This is an optimization exercise on Yosys and OpenROAD, whose aim is small area, a short achievable clock period and few clock cycles per item, not a production implementation.
Only simulation tests tie the RTL to the original design; equivalence was not proved.

## design/flow/constraint.sdc

```tcl
create_clock -name core_clock -period 10.0 [get_ports {clk}]
set_input_delay 2.0000 -clock core_clock [delete_from_list [all_inputs] [get_ports {clk}]]
set_output_delay 2.0000 -clock core_clock [all_outputs]
set_load 0.01 [all_outputs]
```

## design/flow/run.sh

```bash
#!/bin/bash
# synth_recipe.tcl (not shown) runs the flow's synth.tcl, then flattens the netlist and writes it again
# the make line also repeats each setting of config.mk as NAME=value (left out here)
make -C /OpenROAD-flow-scripts/flow DESIGN_CONFIG=/design/flow/config.mk WORK_HOME=/design/flow/orfs CLKGATE_MAP_FILE= SYNTH_SCRIPT=/design/flow/synth_recipe.tcl finish
```

## design/flow/config.mk

```make
export PLATFORM = sky130hd
export DESIGN_NAME = ftn_iv_perm
export DESIGN_NICKNAME = ftn_iv_perm
export VERILOG_FILES = /design/flow/design.v
export SDC_FILE = /design/flow/constraint.sdc
export NUM_CORES = 4
export LEC_CHECK = 0
export CAP_MARGIN = 20
export CORE_MARGIN = 2
export CORE_UTILIZATION = 40
export SLEW_MARGIN = 20
```

## design/flow/design.v

```verilog
module ftn_iv_perm (
    input  wire         clk,
    input  wire         rst,         
    input  wire [127:0] w,           
    input  wire         in_valid,
    output wire         in_ready,
    input  wire [63:0]  x,           
    output wire         out_valid,
    input  wire         out_ready,
    output wire [63:0]  iv
);
    localparam [1:0] S_IDLE = 2'd0, S_INIT = 2'd1, S_RUN = 2'd2, S_DONE = 2'd3;
    function [63:0] bswap64(input [63:0] v);
        integer i;
        begin
            for (i = 0; i < 8; i = i + 1)
                bswap64[8*i +: 8] = v[63-8*i -: 8];
        end
    endfunction
    function [63:0] rotl(input [63:0] v, input integer b);
        rotl = (v << b) | (v >> (64 - b));
    endfunction
    reg [1:0]  state;
    reg [2:0]  fcnt;         
    reg [2:0]  rcnt;         
    reg [31:0] l_q, r_q;
    reg [63:0] v0, v1, v2, v3;
    wire [63:0] k0 = bswap64(w[127:64]);
    wire [63:0] k1 = bswap64(w[63:0]);
    wire [63:0] m = {8'd5, 16'd0, r_q[7:0], r_q[15:8], r_q[23:16], r_q[31:24], 5'd0, fcnt};
    reg [63:0] p0, p1, p2, p3;
    always @* begin
        p0 = v0; p1 = v1; p2 = v2; p3 = v3;
        if (rcnt == 3'd2) begin
            p0 = p0 ^ m;
            p2 = p2 ^ 64'hff;
        end
    end
    reg [63:0] s0, s1, s2, s3;
    always @* begin
        s0 = p0; s1 = p1; s2 = p2; s3 = p3;
        s0 = s0 + s1; s1 = rotl(s1, 13); s1 = s1 ^ s0; s0 = rotl(s0, 32);
        s2 = s2 + s3; s3 = rotl(s3, 16); s3 = s3 ^ s2;
        s0 = s0 + s3; s3 = rotl(s3, 21); s3 = s3 ^ s0;
        s2 = s2 + s1; s1 = rotl(s1, 17); s1 = s1 ^ s2; s2 = rotl(s2, 32);
    end
    wire [63:0] hash = v0 ^ v1 ^ v2 ^ v3;
    always @(posedge clk) begin
        if (rst) begin
            state <= S_IDLE;
        end else begin
            case (state)
                S_IDLE: if (in_valid) begin
                    l_q   <= x[63:32];
                    r_q   <= x[31:0];
                    fcnt  <= 3'd1;
                    state <= S_INIT;
                end
                S_INIT: begin
                    v0    <= k0 ^ 64'h736f6d6570736575;
                    v1    <= k1 ^ 64'h646f72616e646f6d;
                    v2    <= k0 ^ 64'h6c7967656e657261;
                    v3    <= k1 ^ 64'h7465646279746573 ^ m;
                    rcnt  <= 3'd0;
                    state <= S_RUN;
                end
                S_RUN: begin
                    if (rcnt == 3'd6) begin
                        l_q  <= r_q;
                        r_q  <= l_q ^ hash[31:0];
                        fcnt <= fcnt + 3'd1;
                        state <= (fcnt == 3'd4) ? S_DONE : S_INIT;
                    end else begin
                        v0   <= s0;
                        v1   <= s1;
                        v2   <= s2;
                        v3   <= s3;
                        rcnt <= rcnt + 3'd1;
                    end
                end
                S_DONE: if (out_ready) state <= S_IDLE;
                default: state <= S_IDLE;
            endcase
        end
    end
    assign in_ready  = (state == S_IDLE);
    assign out_valid = (state == S_DONE);
    assign iv        = {l_q, r_q};
endmodule
```

==> reports/summary.txt, run 1 <==
Final core utilization: 46.7%
DR vias: 30.9k
Count leader, synth: xnor2_1
Distinct cells, synth: 88
Period utilization: 93.1%
Post-synthesis adder-cell area fraction: 10.3%
Gr usage total: 42.2%
Synth top area cells: edfxtp_1 (30%), xnor2_1 (10%), ha_1 (10%)
CTS resizes: 0
IO buf count: 261
Register area share after synthesis: 30.4%
Core Rows: 104
Mux share of post-synthesis cell area: 4.85%
Synth area leader: edfxtp_1
Startpoint types: register
Area fraction of the dominant cell type after synthesis: 30.3%
Min cycle time layout: 9.31 ns
RSZ-0062 raised after global routing: false
Register area: 0.00983 mm2
Register-to-Register Path Depth: 27
Max Clk Rate: 107 MHz
Hold Buf Count CTS: 0
Xor-xnor portion of the synthesized cell area: 19.8%
Simple-gate share of the synthesized area: 11.7%
Avg Vias per Cell: 6.38
Clock Latency Late Sink: 0.61 ns
Synth cell count leaders: xnor2_1 (385), a21oi_1 (358), edfxtp_1 (326)
Placed cells: 4,768
H-tree Lvls: 2
CTS tree: done
Nets: 4,212
Number of enable flip-flop cells after synthesis: 326
Setup TNS: 0 ns
Primary FF master, synth: edfxtp_1
Global-route wire length before repair: 238,000 um
Initial core utilization: 40.3%
Clock slew at reported path FFs: 0.06 ns
Drt first pass iters: 6
Die footprint: 0.0831 mm2
Max-slew headroom: 10.9%
Post-synthesis compound-gate area fraction: 20.3%
Core footprint: 0.0803 mm2
DRC violation total after the first TritonRoute iteration: 4,340
Reg2Reg Setup Slack: 0.69 ns
Warnings from Yosys: 1
Initial antenna violation count: 15
Syn_area_per_cell: 9.13 um2
Mapped Area: 0.0323 mm2
Multi-input gate area: 0.0217 mm2
Fin. max-slew vios: 0
Detailed placer's ending HPWL: 154,000 um
Data arrival time of the critical path: 9.65 ns
Syn Inst Count: 3,542
Boundary Pins: 262
Clk buf depth: 3
Vias in the first global route: 28.5k
Worst setup EP type: register
Flops & latches, synth: 328
Num Clock Sinks: 328
Fin. Hold Viols: 0
Final setup fails: 0
Hold wc startpoint: state[0]
Routed WL per cell: 37.2 um
Worst R2R End: v1[47]
Worst slew pin tran: 1.33 ns
Width of the die: 288 um
CTS root buffer: clkbuf_16
Share of cells above drive strength 1: 6.98%
DRC viols: 0
GRT Residual Overflow: 0
CP required: 10.34 ns
Area Growth Syn to Fin: 16.0%
Worst Path Max Fanout: 45
Worst Clk Skew: 0.0347 ns
DRT antenna net count: 0
CTS buffer count: 42
Worst r2r src: rcnt[0]
Synthesized Nets: 4,001
Outcome: complete, no violations
Setup Crit Path Kind: reg2reg
GPL Wtd Cong: 1.12
Post-CTS setup buffer count: 0
Count of filler cells inserted in the layout: 7,836
Dominant combinational cell family by area after synthesis: compound AO/OA/AOI/OAI gates
Hold path cells: 2
Async SR Flop Fraction: 0%
Largest net degree at the start of global routing: 142
Hold WC Path Type: reg2reg
Non-Filler Instances: 4,845
Worst hold margin: 0.549 ns
Hold path endpoint: state[0]
Maxcap violations: 0
Die height: 288 um
DRT Wirelength: 180,000 um
worst max-delay path by stage:
stage	from	slack [ns]	to
after floorplan	rst	0.70	rcnt[0]
after global placement	rcnt[0]	1.11	v1[60]
after detailed placement	rcnt[0]	1.04	v1[47]
after CTS	rcnt[0]	0.95	v1[47]
after global routing	rcnt[0]	0.38	v3[59]
final	rcnt[0]	0.69	v1[47]
registers in the layout, summed over array words and instances (netlist names):
register  cells
state         2
l_q          32
r_q          32
v2           64
v1           64
fcnt          3
rcnt          3
v0           64
v3           64
metal layers:
metal	vias up	routed length, um	track usage (%)
li1	13300	-	-
met1	15200	71100	55.9
met2	1978	74400	60.9
met3	396	21200	11.5
met4	18	13600	26.0
met5	-	140	0
layout make-up:
| class | instances | share of cell area [%] |
|---|---|---|
| clock buffer | 51 | 2.89 |
| multi-input combinational | 2982 | 57.8 |
| inverter | 84 | 0.847 |
| antenna | 1 | 0.00667 |
| clock inverter | 24 | 0.557 |
| timing repair buffer | 315 | 8.11 |
| sequential | 328 | 26.2 |
| tap | 1060 | 3.54 |
worst max-delay path, stage by stage, from the launching register on:
cell      delay (ns)
edfxtp_1        0.41
inv_1           0.08
ha_1            0.24
nor2b_4         0.16
buf_4           0.56
xor2_1          0.14
ha_1            0.26
fa_1            0.45
a21oi_1         0.25
o211ai_1        0.14
a21oi_1         0.56
a211oi_1        0.16
o21ai_0         0.24
a21boi_0        0.18
a311o_1         0.48
xor2_1          0.62
ha_1            0.43
a21oi_1         0.23
o21bai_1        0.11
a31oi_1         0.37
nand2_1         0.25
a221oi_2        0.54
o21ai_0         0.26
a211oi_1        0.54
o21bai_1        0.17
xor2_1          0.53
xor2_1          0.31
mux2_2          0.36
cells in the final DEF, fill, tap and decap left out, types with 7 or more instances in the layout:
master / n
nand3_1: 49
a221oi_1: 8
o31ai_1: 11
clkdlybuf4s50_1: 261
inv_1: 82
mux2i_1: 33
ha_1: 258
a41oi_1: 7
o41ai_1: 7
nand2_1: 302
and3_1: 24
nor4_1: 8
nor2b_1: 45
nand2b_1: 27
o21a_1: 29
o21bai_1: 52
or2_2: 11
edfxtp_1: 326
a21boi_0: 10
a211oi_1: 29
buf_4: 51
nor3_1: 37
clkinv_1: 10
nor2_1: 209
clkbuf_1: 9
and4_1: 11
a21oi_1: 358
o21ai_1: 15
a21o_1: 184
xor2_1: 305
xnor2_1: 385
xnor3_1: 9
and2_1: 18
a31oi_1: 36
clkbuf_16: 42
o21ai_0: 216
mux2_2: 110
o211ai_1: 15
nand4_1: 48
per-stage QoR:
stage                     area (um2)  worst slack, ns
after floorplan                32400            0.695
after global placement         36200             1.11
after detailed placement       36200             1.04
after CTS                      37500            0.949
after global routing           37500            0.378
final                          37500            0.689
cells by family after synthesis:
kind of cell / after synthesis
AOI/OAI and AO/OA: 1054
xor gates and xnor gates: 706
adders and majority gates: 263
buffers and inverters: 232
DFF: 328
muxes: 143
and+or+nand+nor: 816
Testbench counts, summed over its fixed seeds: cycles 54,400, items 1,600.
==> inputs of run 2 (changes only) <==
==> design/flow/design.v (replaced) <==
module ftn_iv_perm (
    input  wire         clk,
    input  wire         rst,         
    input  wire [127:0] w,           
    input  wire         in_valid,
    output wire         in_ready,
    input  wire [63:0]  x,           
    output wire         out_valid,
    input  wire         out_ready,
    output wire [63:0]  iv
);
    function [63:0] bswap64(input [63:0] v);
        integer i;
        begin
            for (i = 0; i < 8; i = i + 1)
                bswap64[8*i +: 8] = v[63-8*i -: 8];
        end
    endfunction
    function [63:0] rotl(input [63:0] v, input integer b);
        rotl = (v << b) | (v >> (64 - b));
    endfunction
    reg        busy;         
    reg        ov;           
    reg [5:0]  rr;           
    reg [1:0]  fi;           
    reg [31:0] l_q, r_q;
    reg [63:0] v0, v1, v2, v3;
    wire [63:0] k0 = bswap64(w[127:64]);
    wire [63:0] k1 = bswap64(w[63:0]);
    wire [39:0] m = {r_q[7:0], r_q[15:8], r_q[23:16], r_q[31:24], 5'd0, fi + 3'd1};
    wire [63:0] p0 = v0 ^ (rr[2] ? {8'd5, 16'd0, m} : 64'd0);
    wire [63:0] p1 = v1;
    wire [63:0] p2 = v2 ^ {56'd0, rr[2] ? 8'hff : 8'h00};
    wire [63:0] p3 = v3 ^ {24'd0, rr[0] ? m : 40'd0};
    reg [63:0] s0, s1, s2, s3;
    always @* begin
        s0 = p0; s1 = p1; s2 = p2; s3 = p3;
        s0 = s0 + s1; s1 = rotl(s1, 13); s1 = s1 ^ s0; s0 = rotl(s0, 32);
        s2 = s2 + s3; s3 = rotl(s3, 16); s3 = s3 ^ s2;
        s0 = s0 + s3; s3 = rotl(s3, 21); s3 = s3 ^ s0;
        s2 = s2 + s1; s1 = rotl(s1, 17); s1 = s1 ^ s2; s2 = rotl(s2, 32);
    end
    wire [31:0] hash = s0[31:0] ^ s1[31:0] ^ s2[31:0] ^ s3[31:0];
    wire last   = rr[5];
    wire accept = in_valid && in_ready;
    wire reload = !busy || last;
    always @(posedge clk) begin
        if (reload) begin
            v0 <= k0 ^ 64'h736f6d6570736575;
            v1 <= k1 ^ 64'h646f72616e646f6d;
            v2 <= k0 ^ 64'h6c7967656e657261;
            v3 <= k1 ^ 64'h7465646279746573 ^ {8'd5, 56'd0};
        end else begin
            v0 <= s0;
            v1 <= s1;
            v2 <= s2;
            v3 <= s3;
        end
        rr <= busy ? {rr[4:0], rr[5]} : 6'b000001;
        if (accept) begin
            l_q <= x[63:32];
            r_q <= x[31:0];
            fi  <= 2'd0;
        end else if (busy && last) begin
            l_q <= r_q;
            r_q <= l_q ^ hash;
            fi  <= fi + 2'd1;
        end
        if (rst) begin
            busy <= 1'b0;
            ov   <= 1'b0;
        end else begin
            if (accept)
                busy <= 1'b1;
            else if (last && fi == 2'd3)
                busy <= 1'b0;
            if (busy && last && fi == 2'd3)
                ov <= 1'b1;
            else if (out_ready)
                ov <= 1'b0;
        end
    end
    assign in_ready  = !busy && (!ov || out_ready);
    assign out_valid = ov;
    assign iv        = {l_q, r_q};
endmodule
==> reports/summary.txt, run 2 <==
Global-route wire length before repair: 240,000 um
Gr usage total: 47.3%
IO buf count: 261
CTS tree: done
DRT Wirelength: 186,000 um
Hold Buf Count CTS: 0
Primary FF master, synth: dfxtp_1
Fin. Hold Viols: 0
Distinct cells, synth: 90
Setup Crit Path Kind: reg2reg
CTS resizes: 0
DR vias: 31.1k
Synth top area cells: dfxtp_1 (18%), xnor2_1 (11%), ha_1 (11%)
Min cycle time layout: 9.67 ns
Worst Path Max Fanout: 17
Num Clock Sinks: 330
Leading cell type in the layout, fill and taps excluded: nand2_1
Flops & latches, synth: 330
Core footprint: 0.0730 mm2
Final setup fails: 0
Avg Vias per Cell: 6.35
Number of enable flip-flop cells after synthesis: 64
Clock Latency Late Sink: 0.61 ns
Syn Inst Count: 3,678
Warnings from Yosys: 1
Area Growth Syn to Fin: 17.8%
Area fraction of the dominant cell type after synthesis: 18.1%
Boundary Pins: 262
Core Rows: 99
Register area share after synthesis: 24.6%
Fin. max-slew vios: 0
Detailed placer's ending HPWL: 160,000 um
H-tree Lvls: 2
Post-CTS setup buffer count: 0
Width of the die: 276 um
Maxcap violations: 0
Die footprint: 0.0759 mm2
Drt first pass iters: 6
GPL Wtd Cong: 1.25
Largest net degree at the start of global routing: 155
CP required: 10.46 ns
Worst slew pin tran: 1.32 ns
Nets: 4,345
Syn_area_per_cell: 8.02 um2
Routed WL per cell: 38.0 um
Max Clk Rate: 103 MHz
Async SR Flop Fraction: 0%
DRT antenna net count: 0
Outcome: complete, no violations
CTS root buffer: clkbuf_16
Period utilization: 96.7%
Vias in the first global route: 28.1k
RSZ-0062 raised after global routing: false
Share of cells above drive strength 1: 5.68%
Die height: 276 um
Worst setup EP type: register
Startpoint types: register
CTS buffer count: 43
Mapped Area: 0.0295 mm2
Clock slew at reported path FFs: 0.07 ns
Synth cell count leaders: nand2_1 (536), xnor2_1 (376), a21oi_1 (346)
Data arrival time of the critical path: 10.13 ns
Synth area leader: dfxtp_1
DRC violation total after the first TritonRoute iteration: 4,304
DRC viols: 0
Worst Clk Skew: 0.0224 ns
Synthesized Nets: 4,131
GRT Residual Overflow: 0
Max-slew headroom: 11.6%
Clk buf depth: 3
Initial core utilization: 40.4%
Count leader, synth: nand2_1
Hold WC Path Type: reg2reg
Most frequent cells in the layout: nand2_1 (534), xnor2_1 (374), a21oi_1 (345), xor2_1 (281), o21ai_0 (271)
Setup TNS: 0 ns
Initial antenna violation count: 14
run 2: logic make-up after synthesis:
family / share of synthesized area (%)
xor gates and xnor gates: 21.0
and+or+nand+nor: 15.2
adders and majority gates: 11.0
buffers and inverters: 3.83
muxes: 0.658
AOI/OAI and AO/OA: 23.6
DFF: 24.6
run 2: layer usage:
layer | wire, um | vias up | global-route usage, %
met1 | 72700 | 14900 | 59.3
met2 | 71400 | 2226 | 64.4
met5 | 37 | - | 0
li1 | - | 13400 | -
met3 | 22800 | 590 | 16.7
met4 | 19100 | 6 | 39.6
run 2: metrics by stage:
| stage | utilization (%) | instance area, um2 | setup WS (ns) | cells | hold WS [ns] |
|---|---|---|---|---|---|
| 6_report | 47.6 | 34800 | 0.330 | 4893 | 0.436 |
| 4_1_cts | 47.6 | 34700 | 0.948 | 4886 | 0.437 |
| 3_3_place_gp | 45.5 | 33200 | 1.02 | 4806 | 0.412 |
| 2_1_floorplan | - | 29500 | 3.25 | 3678 | 0.412 |
| 3_5_place_dp | 45.5 | 33200 | 0.982 | 4806 | 0.421 |
| 5_1_grt | 47.6 | 34700 | 0.289 | 4886 | 0.439 |
run 2: layout make-up:
| class | count | area, um2 |
|---|---|---|
| Clock inverter | 22 | 275 |
| Tap cell | 959 | 1200 |
| Antenna cell | 7 | 17.5 |
| Sequential cell | 330 | 7250 |
| Multi-Input combinational cell | 3083 | 21200 |
| Inverter | 94 | 360 |
| Timing Repair Buffer | 340 | 3230 |
| Clock buffer | 58 | 1230 |
| Fill cell | 7397 | 38200 |
run 2: critical path: stages, from the launching register on:
cell and delay (ns):
dfxtp_2 0.66, buf_4 0.32, nand2_1 0.11, xnor2_1 0.22
ha_1 0.29, a211oi_1 0.30, o211ai_1 0.24, a211oi_1 0.49
nor3_1 0.10, buf_4 0.18, a21oi_1 0.31, o41ai_1 0.14
xor2_1 0.71, xor2_1 0.73, ha_1 0.48, a21oi_1 0.24
nand2_1 0.08, a21oi_1 0.16, o21ai_0 0.16, a221oi_1 0.65
a21oi_1 0.39, o21ai_0 0.67, a2111oi_2 0.23, or3_1 0.40
a21oi_1 0.18, xor2_1 0.64, xor2_1 0.34, o21ai_0 0.12
run 2: final timing paths:
check	startpoint	endpoint	slack (ns)	cells after the start
max	rr[2]	v1[56]	0.33	27
min	rr[4]	rr[5]	0.44	1
max reg2reg	rr[2]	v1[56]	0.33	27
min reg2reg	rr[4]	rr[5]	0.44	1
Testbench counts of run 2, summed over its fixed seeds: cycles 40,008, items 1,600.

==> static timing again, ports no longer ideal <==
The results above use ideal ports. As a check the final layouts listed here were re-extracted and re-timed, cells and wires unchanged. Step 1, drivers: a clkbuf_16 drives clk and a buf_2 each remaining input, both assumed. Step 2 also shifts input and output timing later by t, the mid clock arrival at the registers, as if the neighbouring blocks saw the same clock. a / b / c = ideal / step 1 / step 2; a / b = the first two.
| run | t, ns | setup WS [ns] | cell pins on the clock port's net |
|---|---|---|---|
| run 1 | 0.670 | 0.689 / 0.689 / 0.689 | 1 |
| run 2 | 0.663 | 0.330 / 0.330 / 0.330 | 1 |
After both steps every run listed still meets setup and hold.
